Context: an optimization exercise on an open-source flow, tuned for small area and a short achievable clock period. The choices shown serve that exercise and are no tape-out recipe. No functional check of the RTL was part of any run shown here. No activity file was given, so power comes from the tool's default toggle rates.

## flow/design.v (module list and top-level ports; edited modules follow where they fit)
// module adc_correct: 1778 lines
module adc_correct (
    input  wire        clk,
    input  wire        rst,           
    input  wire        cfg_we,
    input  wire [4:0]  cfg_addr,      
    input  wire [31:0] cfg_wdata,
    input  wire        swap,          
    output wire        active_half,
    input  wire        in_valid,
    input  wire [15:0] in_code,
    output reg         out_valid,
    output reg  [23:0] out_sample,
    output reg         out_sat
);
  // ...
==> flow/run.sh <==
#!/bin/bash
# synth_recipe.tcl (not shown) runs the flow's synth.tcl, then flattens the netlist and writes it again
# the make line also repeats each setting of config.mk as NAME=value (left out here)
make -C /OpenROAD-flow-scripts/flow DESIGN_CONFIG=/design/flow/config.mk WORK_HOME=/design/flow/orfs CLKGATE_MAP_FILE= SYNTH_SCRIPT=/design/flow/synth_recipe.tcl finish
==> flow/config.mk <==
export PLATFORM = sky130hd
export DESIGN_NAME = adc_correct
export DESIGN_NICKNAME = adc_correct
export VERILOG_FILES = /design/flow/design.v
export SDC_FILE = /design/flow/constraint.sdc
export NUM_CORES = 4
export LEC_CHECK = 0
export ABC_CLOCK_PERIOD_IN_PS = 5000
export CAP_MARGIN = 60
export CORE_MARGIN = 2
export CORE_UTILIZATION = 40
export SLEW_MARGIN = 60
==> flow/constraint.sdc <==
create_clock -name core_clock -period 22.0 [get_ports {clk}]
set_input_delay 4.4000 -clock core_clock [delete_from_list [all_inputs] [get_ports {clk}]]
set_output_delay 4.4000 -clock core_clock [all_outputs]
set_load 0.01 [all_outputs]
==> flow_metrics.tcl, run 1 <==
set metrics [dict create \
    outcome "no timing/DRC/antenna violations" \
    fin_cells 7724 \
    clk_pin_slew_ns 0.06 \
    drtIter0Drc 5165 \
    powerClk_mw 2.46 \
    synth.most_common_cell "edfxtp_1" \
    critPathArrivalTime_ns 6.95 \
    routabilityCongestion 0.8356 \
    avgSynthCellArea_um2 13.38 \
    hp-class "register to register" \
    finClkSkew_ns 0.07581 \
    wl_met2_um 101200 \
    final-nonclk-buf-share_pct 2.922 \
    cp_slowest_cell "clkdlybuf4s50_1" \
    place.port_buffers 84 \
    intPower_mw 5.092 \
    gr-total-overflow 0 \
    slew_headroom_pct 58.02 \
    antenna_found_initial 10 \
    comb_power_mw 1.77 \
    rows 153 \
    drive_above_1_share_pct 10.30 \
    start_util_pct 40.27 \
    cts_tree "built" \
    worstSkewPairLatency_ns 0.83 \
    fmax_mhz 153.1 \
    met3_usage_pct 5.151 \
    cts-resized-gates 0 \
    reg2reg_from "b_u_neg3" \
]
==> run 2, diff against run 1 <==
--- a/flow/design.v
+++ b/flow/design.v
@@ -8,20 +8,21 @@
     output wire        active_half,
     input  wire        in_valid,
     input  wire [15:0] in_code,
     output reg         out_valid,
     output reg  [23:0] out_sample,
     output reg         out_sat
 );
     reg        half;                      
+    reg        half_n;                    
     assign active_half = half;
     wire       gain_ok = |cfg_wdata[23:0];      
-    wire       we0 = cfg_we & half;             
-    wire       we1 = cfg_we & ~half;
+    wire       we0 = cfg_we & ~half_n;          
+    wire       we1 = cfg_we & half_n;
     wire       wo0 = we0 & (cfg_addr == 5'd0);
     wire       wo1 = we1 & (cfg_addr == 5'd0);
     wire       wg0 = we0 & (cfg_addr == 5'd1) & gain_ok;
     wire       wg1 = we1 & (cfg_addr == 5'd1) & gain_ok;
     wire [15:0] wl0, wl1;
     genvar gi;
     generate
         for (gi = 0; gi < 16; gi = gi + 1) begin : g_wdec
@@ -30,21 +31,23 @@
         end
     endgenerate
     reg [23:0] ofs_t0, ofs_t1, gain_t0, gain_t1;
     reg        ofs_id0, ofs_id1, gain_id0, gain_id1;    
     reg [15:0] lin_id0, lin_id1;
     always @(posedge clk) begin
         if (rst) begin
             half <= 1'b0;
+            half_n <= 1'b1;
             ofs_id0 <= 1'b1; ofs_id1 <= 1'b1;
             gain_id0 <= 1'b1; gain_id1 <= 1'b1;
             lin_id0 <= 16'hFFFF; lin_id1 <= 16'hFFFF;
         end else begin
             if (swap) half <= ~half;
+            if (swap) half_n <= ~half_n;
             if (wo0) ofs_id0 <= 1'b0;
             if (wo1) ofs_id1 <= 1'b0;
             if (wg0) gain_id0 <= 1'b0;
             if (wg1) gain_id1 <= 1'b0;
             lin_id0 <= lin_id0 & ~wl0;
             lin_id1 <= lin_id1 & ~wl1;
         end
     end
@@ -74,21 +77,21 @@
     reg        a_valid;
     reg [15:0] a_code;
     reg [15:0] a_lsel0, a_lsel1;      
     reg [1:0]  a_osel, a_gsel;        
     reg        a_gid;                 
     always @(posedge clk) begin
         a_valid <= ~rst & in_valid;
         a_code  <= in_code;
-        a_lsel0 <= qd_in & {16{~half}} & ~lin_id0;
-        a_lsel1 <= qd_in & {16{half}}  & ~lin_id1;
-        a_osel  <= {half & ~ofs_id1, ~half & ~ofs_id0};
-        a_gsel  <= {half & ~gain_id1, ~half & ~gain_id0};
-        a_gid   <= half ? gain_id1 : gain_id0;
+        a_lsel0 <= qd_in & {16{half_n}}  & ~lin_id0;
+        a_lsel1 <= qd_in & {16{~half_n}} & ~lin_id1;
+        a_osel  <= {~half_n & ~ofs_id1, half_n & ~ofs_id0};
+        a_gsel  <= {~half_n & ~gain_id1, half_n & ~gain_id0};
+        a_gid   <= half_n ? gain_id0 : gain_id1;
     end
     reg  [31:0] lin;
     integer k;
     always @(*) begin
         lin = 32'd0;
         for (k = 0; k < 16; k = k + 1)
             lin = lin | ({32{a_lsel0[k]}} & lin_t0[k]) | ({32{a_lsel1[k]}} & lin_t1[k]);
     end
==> flow/flow/run.sh (new file) <==
#!/bin/bash
# The standard layout (standard.sh, unchanged synthesis) with two changes to
# how the layout is optimised; the constraints and clock are the standard flow's own:
#  - repair_timing keeps 16 ns of extra setup slack (sizes for a ~6 ns period)
#  - the port buffers are buf_4 cells instead of the resizer's default pick
set -euo pipefail
cd "$(dirname "$0")/.."
bash standard.sh SETUP_SLACK_MARGIN=16 "BUFFER_PORTS_ARGS=-buffer_cell sky130_fd_sc_hd__buf_4" finish > standard_flow.log 2>&1
==> flow/standard.sh (new file) <==
#!/bin/bash
# synth_recipe.tcl (not shown) runs the flow's synth.tcl, then flattens the netlist and writes it again
# the make line also repeats each setting of config.mk as NAME=value (left out here)
make -C /OpenROAD-flow-scripts/flow DESIGN_CONFIG=/design/flow/config.mk WORK_HOME=/design/flow/orfs CLKGATE_MAP_FILE= SYNTH_SCRIPT=/design/flow/synth_recipe.tcl "${@:-finish}"
==> flow/config.mk (replaced) <==
export PLATFORM = sky130hd
export DESIGN_NAME = adc_correct
export DESIGN_NICKNAME = adc_correct
export VERILOG_FILES = /design/flow/design.v
export SDC_FILE = /design/flow/constraint.sdc
export NUM_CORES = 4
export LEC_CHECK = 0
export CAP_MARGIN = 20
export CORE_MARGIN = 2
export CORE_UTILIZATION = 40
export SLEW_MARGIN = 20
removed: flow/run.sh
==> flow_metrics.tcl, run 2 <==
set metrics [dict create \
    synth_top_area_share_pct 48.13 \
    cap_violations 0 \
    synth_edf_count 1120 \
    cts_buffers 150 \
    place_area_mm2 0.07339 \
    critPathArrivalTime_ns 6.42 \
    outcome "no timing/DRC/antenna violations" \
    maxSlewViolCount 0 \
    p_clk_share_pct 34.0 \
    nets 5832 \
    drtIter0Drc 5224 \
    setup_viol 0 \
    p_sw_mw 2.223 \
    p_leak_nw 27.86 \
    final_area_mm2 0.07830 \
    avgSynthCellArea_um2 13.39 \
    ys.flop_type "edfxtp_1" \
    grtUsageTotal_pct 24.21 \
    place_ws_ns 15.15 \
    ys_ff_latch 1447 \
    crit_end "lin_t0[7][27]" \
    intPower_mw 5.076 \
    crit_type "primary input to register" \
    worstSkewPairLatency_ns 0.82 \
    cp-start-kind "primary input" \
    grt_max_degree 44 \
    io_pins 85 \
    fmax_mhz 166.8 \
    finalCriticalPeriod_ns 5.996 \
    via_per_inst 5.895 \
    synth.area.top_cells "edfxtp_1 48%, fa_1 10%, dfxtp_1 9.4%" \
    endpoint_kind "register" \
    num_vias 45330 \
    synth_largest_area_cell "edfxtp_1" \
    critPathLaunch "cfg_addr[1]" \
    chipHeight_um 422.0 \
    area_growth_pct 12.05 \
    drc 0 \
    r2r_end "b_base[23]" \
    finalWorstSetupSlack_ns 16.00 \
    fp.dieW_um 422.0 \
    root_buffer "clkbuf_16" \
    timing.final.crit_share_pct 27.25 \
    drive_above_1_share_pct 10.08 \
    reg2reg_depth 17 \
    cts_tree "built" \
    synthCells 5220 \
    finClkSkew_ns 0.08176 \
    core_area_mm2 0.1736 \
    synth_cell_type_count 70 \
    combPwrFrac_pct 22.1 \
    slew_headroom_pct 33.15 \
    wirelength_um 217900 \
    vdd_drop_max_uv 87.03 \
    layout_common_cells "1120 x edfxtp_1, 787 x a22oi_1, 519 x inv_1" \
    rrSetupSlack_ns 16.31 \
    post-dp-hpwl_um 126400 \
    ys_seq_area_share_pct 57.50 \
    worst_pin_slew_ns 1.001 \
    rsz0062_at_grt "no" \
    wl_per_cell_um 28.33 \
    routabilityCongestion 0.8472 \
    power_density_mw_per_mm2 93.23 \
    setup_tns_ns 0 \
    clk_pin_slew_ns 0.06 \
    cts_max_path_buffers 3 \
    antenna_found_initial 18 \
    postRouteAntennaNets 0 \
    drt_pass1_iterations 5 \
    timing.final.hold_violations 0 \
    switching_share_pct 30.46 \
    reg2reg_from "a_lsel0[13]" \
    gr-total-overflow 0 \
    grt_pass1_wl_um 315700 \
    place.port_buffers 84 \
    synthArstFlopShare_pct 0 \
    hp-class "register to register" \
    cts_max_level 4 \
    synth.most_common_cell "edfxtp_1" \
    cp_max_fo 20 \
    clkSinkCount 1447 \
    hold_buffers 0 \
    start_util_pct 40.24 \
    synth_area_mm2 0.06987 \
    synth_common_cells "1120 x edfxtp_1, 787 x a22oi_1, 519 x inv_1" \
    final_common_cell "edfxtp_1" \
    seqPwrFrac_pct 43.9 \
    fin_hold_ws_ns 0.3305 \
    reg_top3 "lin_t0 (512), lin_t1 (512)" \
    dieArea_mm2 0.1780 \
    grt_pass1_vias 45320 \
    yosys_warnings 3 \
    rows 153 \
    required_ns 22.43 \
    synth_nets 5815 \
]
-- run 2: cell count changes after synthesis, moves of 7 or more --
cell     change
a21o_1      +11
o21ai_0      +7
nor2_1      -14
nand3_1      +7
xnor2_1     +10
nor3_1      -17
a21oi_1     +15
o21ai_2     -18
-- run 2: worst min-delay path by stage --
stage | from | cells after the start | end
after floorplan | b_rail | 0 | c_rail
after global placement | b_rail | 0 | c_rail
after detailed placement | b_rail | 0 | c_rail
after CTS | b_rail | 0 | c_rail
after global routing | b_rail | 0 | c_rail
final | b_rail | 0 | c_rail
-- run 2: timing repair --
item	4_1_cts	5_1_grt
setup endpoints to repair	2	62
endpoints found under the hold margin	0	0
pin swaps	0	3
gates resized for setup	1	9
buffers inserted	0	5
-- run 2: power groups by stage --
stage          clock network (mW)  registers, mW  logic [mW]
2_1_floorplan                   0           3.18        1.16
3_3_place_gp                    0           3.26        1.59
3_5_place_dp                    0           3.26        1.61
4_1_cts                      2.51           3.20        1.62
5_1_grt                      2.62           3.21        1.81
6_report                     2.48           3.20        1.62
-- run 2: final cells by class --
class / count / area, µm²
clock buffers: 183 / 3983
well taps: 2325 / 2909
diodes: 10 / 25.02
fillers: 15540 / 95330
flip-flops and latches: 1447 / 40240
multi-input cells: 2889 / 26630
inverters: 521 / 1957
clock inverters: 87 / 840.8
repair buffers: 228 / 1712
-- run 2: cell families after synthesis --
family / share of synthesized area, %
DFF: 57.50
AOI/OAI and AO/OA: 13.37
buffers and inverters: 4.765
and+or+nand+nor: 4.376
adders and majority gates: 13.50
xor gates and xnor gates: 6.343
muxes: 0.1415
-- run 2: layer usage --
metal / track usage [%] / vias to the layer above / wire length (µm)
met2: 40.78 / 2431 / 106400
met5: 0 / - / 65
li1: - / 19150 / -
met1: 30.38 / 23190 / 82840
met4: 10.09 / 10 / 9000
met3: 4.818 / 557 / 19540
-- run 2: critical path, stage by stage --
cell,delay [ns]
buf_4,0.13
or3b_2,0.72
nor2_4,0.61
buf_4,0.53
-- run 2: per-stage QoR --
stage	utilization, %	total power, mW	instances
2_1_floorplan	-	4.343	5220
3_3_place_gp	42.27	4.845	7405
3_5_place_dp	42.27	4.870	7405
4_1_cts	45.05	7.333	7675
5_1_grt	45.09	7.650	7686
6_report	45.09	7.300	7690
==> run 3, diff against run 2 <==
--- a/flow/config.mk
+++ b/flow/config.mk
@@ -10,2 +10,3 @@
 export CORE_UTILIZATION = 40
+export CTS_BUF_LIST = sky130_fd_sc_hd__clkbuf_8
 export SLEW_MARGIN = 20
==> flow_metrics.tcl, run 3 <==
set metrics [dict create \
    crit_type "primary input to register" \
    finalCriticalPeriod_ns 5.910 \
    fp.dieW_um 422.0 \
    wirelength_um 218800 \
    cts_setup_buffers 0 \
    synthArstFlopShare_pct 0 \
    p_leak_nw 28.09 \
    cp-start-kind "primary input" \
    antenna_found_initial 21 \
    timing.final.crit_share_pct 26.86 \
    place.port_buffers 84 \
    synth.most_common_cell "edfxtp_1" \
    nets 5906 \
    ys.flop_type "edfxtp_1" \
    clkSinkCount 1447 \
    synth_area_mm2 0.06987 \
    grt_pass1_vias 46010 \
    postRouteAntennaNets 0 \
    grt_max_degree 44 \
    num_vias 45700 \
    grtUsageTotal_pct 24.30 \
    cts-resized-gates 1 \
    ys_seq_area_share_pct 57.50 \
    slew_headroom_pct 33.97 \
    timing.final.hold_violations 0 \
    cap_violations 0 \
    io_pins 85 \
    synth-simple-area-share_pct 4.376 \
    synth_common_cells "1120 x edfxtp_1, 787 x a22oi_1, 519 x inv_1" \
    post-dp-hpwl_um 126400 \
    core_area_mm2 0.1736 \
    cts_buffers 229 \
    outcome "no timing/DRC/antenna violations" \
    drtIter0Drc 5662 \
    rsz0062_at_grt "no" \
    cts_max_level 4 \
    synth.area.top_cells "edfxtp_1 48%, fa_1 10%, dfxtp_1 9.4%" \
    root_buffer "clkbuf_8" \
    synth_edf_count 1120 \
    synth_top_area_share_pct 48.13 \
    hold_buffers 0 \
    drive_above_1_share_pct 11.39 \
    crit_end "lin_t0[10][16]" \
    r2r_end "b_base[23]" \
    worstSkewPairLatency_ns 1.00 \
    power_density_mw_per_mm2 90.35 \
    chipHeight_um 422.0 \
    fmax_mhz 169.2 \
    via_per_inst 5.831 \
    start_util_pct 40.24 \
    reg_top3 "lin_t0 (512), lin_t1 (512)" \
    routabilityCongestion 0.8472 \
    cp_max_fo 18 \
    clk_pin_slew_ns 0.06 \
    avgSynthCellArea_um2 13.39 \
    reg2reg_depth 17 \
    rrSetupSlack_ns 16.24 \
    synth_adder_area_share_pct 13.50 \
    nFillCells 15720 \
    cts_max_path_buffers 3 \
    layout_common_cells "1120 x edfxtp_1, 787 x a22oi_1, 600 x inv_1" \
    synth_compound_area_share_pct 13.37 \
    drc 0 \
    synth_xor_area_share_pct 6.343 \
    required_ns 22.60 \
    maxSlewViolCount 0 \
    ys_ff_latch 1447 \
    fin_hold_ws_ns 0.3317 \
    cts_tree "built" \
    hp-class "register to register" \
    vdd_drop_max_uv 71.38 \
    drt_pass1_iterations 6 \
    dieArea_mm2 0.1780 \
    setup_viol 0 \
    reg2reg_from "a_lsel0[13]" \
    final_common_cell "edfxtp_1" \
    critPathArrivalTime_ns 6.51 \
    yosys_warnings 3 \
    grt_pass1_wl_um 317400 \
    synth_cell_type_count 70 \
    muxShareOfSynthArea_pct 0.1415 \
    synth_top_family_by_area "adder cells" \
    synth_largest_area_cell "edfxtp_1" \
    setup_tns_ns 0 \
    critPathLaunch "cfg_we" \
    synthCells 5220 \
    area_growth_pct 11.57 \
    synth_nets 5815 \
    rows 153 \
    finClkSkew_ns 0.1302 \
    endpoint_kind "register" \
    wl_per_cell_um 27.91 \
    worst_pin_slew_ns 0.9891 \
    gr-total-overflow 0 \
]
-- run 3: cell counts after synthesis --
No cell type changed its count.
-- run 3: cell families (layout without fill, tap and decap cells) --
family | after synthesis | after routing
other | 0 | 9
XOR/XNOR | 506 | 506
adder cells (fa/ha/maj) | 538 | 538
multiplexers | 9 | 9
AO/OA/AOI/OAI | 1272 | 1272
AND/OR/NAND/NOR | 564 | 564
buffers and inverters | 884 | 1168
flip-flops | 1447 | 1447
-- run 3: area by class of cell --
class | count | area, µm² | area share [%]
timing repair buffer | 223 | 1674 | 2.148
clock buffer | 246 | 3386 | 4.343
multi-input combinational | 2889 | 26630 | 34.16
antenna | 9 | 22.52 | 0.02889
tap | 2325 | 2909 | 3.732
inverter | 521 | 1957 | 2.510
sequential | 1447 | 40240 | 51.62
clock inverter | 178 | 1136 | 1.457
-- run 3: critical path, cell delays in order --
cell	delay, ns
buf_4	0.10
nor2b_1	0.25
nand3_1	0.49
nor2_4	0.71
buf_4	0.51
-- run 3: through the flow --
stage / utilization [%] / std cells / setup slack [ns] / power, mW / instance area, µm²
final: 44.90 / 7838 / 16.09 / 7.043 / 77950
after CTS: 44.87 / 7829 / 16.04 / 7.083 / 77920
after floorplan: - / 5220 / 15.74 / 4.343 / 70080
after global routing: 44.90 / 7838 / 16.04 / 7.412 / 77950
after detailed placement: 42.27 / 7405 / 15.15 / 4.870 / 73390
after global placement: 42.27 / 7405 / 15.20 / 4.845 / 73390
-- run 3: worst min-delay path by stage --
| stage | startpoint | cells after the start | slack, ns | endpoint |
|---|---|---|---|---|
| after floorplan | b_rail | 0 | 0.31 | c_rail |
| after global placement | b_rail | 0 | 0.32 | c_rail |
| after detailed placement | b_rail | 0 | 0.32 | c_rail |
| after CTS | b_rail | 0 | 0.34 | c_rail |
| after global routing | b_rail | 0 | 0.35 | c_rail |
| final | b_rail | 0 | 0.33 | c_rail |
-- run 3: layer usage --
| layer | share of wire (%) | up-vias | track usage, % |
|---|---|---|---|
| li1 | - | 19340 | - |
| met1 | 38 | 23310 | 30.56 |
| met2 | 49 | 2499 | 40.71 |
| met3 | 8.8 | 546 | 4.505 |
| met4 | 4.2 | 10 | 10.96 |
| met5 | 0.031 | - | 0 |
-- run 3: power breakdown --
| group | internal, mW | switching, mW | leakage [nW] |
|---|---|---|---|
| Sequential | 3.08 | 0.122 | 12.8 |
| Combinational | 0.601 | 1.01 | 12.7 |
| Clock | 1.12 | 1.10 | 2.59 |
| Total | 4.80 | 2.24 | 28.1 |

separate check: timing with driven ports:
Ports are ideal in the flow. The routed layouts listed here were re-timed in OpenROAD.
Step 1, drivers: a clkbuf_16 drives clk and a buf_2 each remaining input, both assumed.
Step 2, shift: input delay + t, output delay - t, t = (earliest + latest rising clock arrival at the registers) / 2. This alone moves slack from input paths to output paths.
Three values: no drivers, after step 1, after step 2; two values: the first two.
| run | t, ns | setup WS [ns] | worst setup path at the end | latest minus earliest clock arrival (ns) |
|---|---|---|---|---|
| run 1 | 0.870 | 15.467 / 15.405 / 14.650 | input to register | 0.086 / 0.086 |
| run 2 | 0.851 | 16.004 / 16.017 / 15.167 | input to register | 0.083 / 0.083 |
| run 3 | 1.012 | 16.090 / 16.073 / 15.078 | input to register | 0.135 / 0.135 |
After both steps every run listed still meets setup and hold. The setup slack of run 3, which loses most, moves by -0.017 ns with the drivers and by -1.012 ns with both steps.
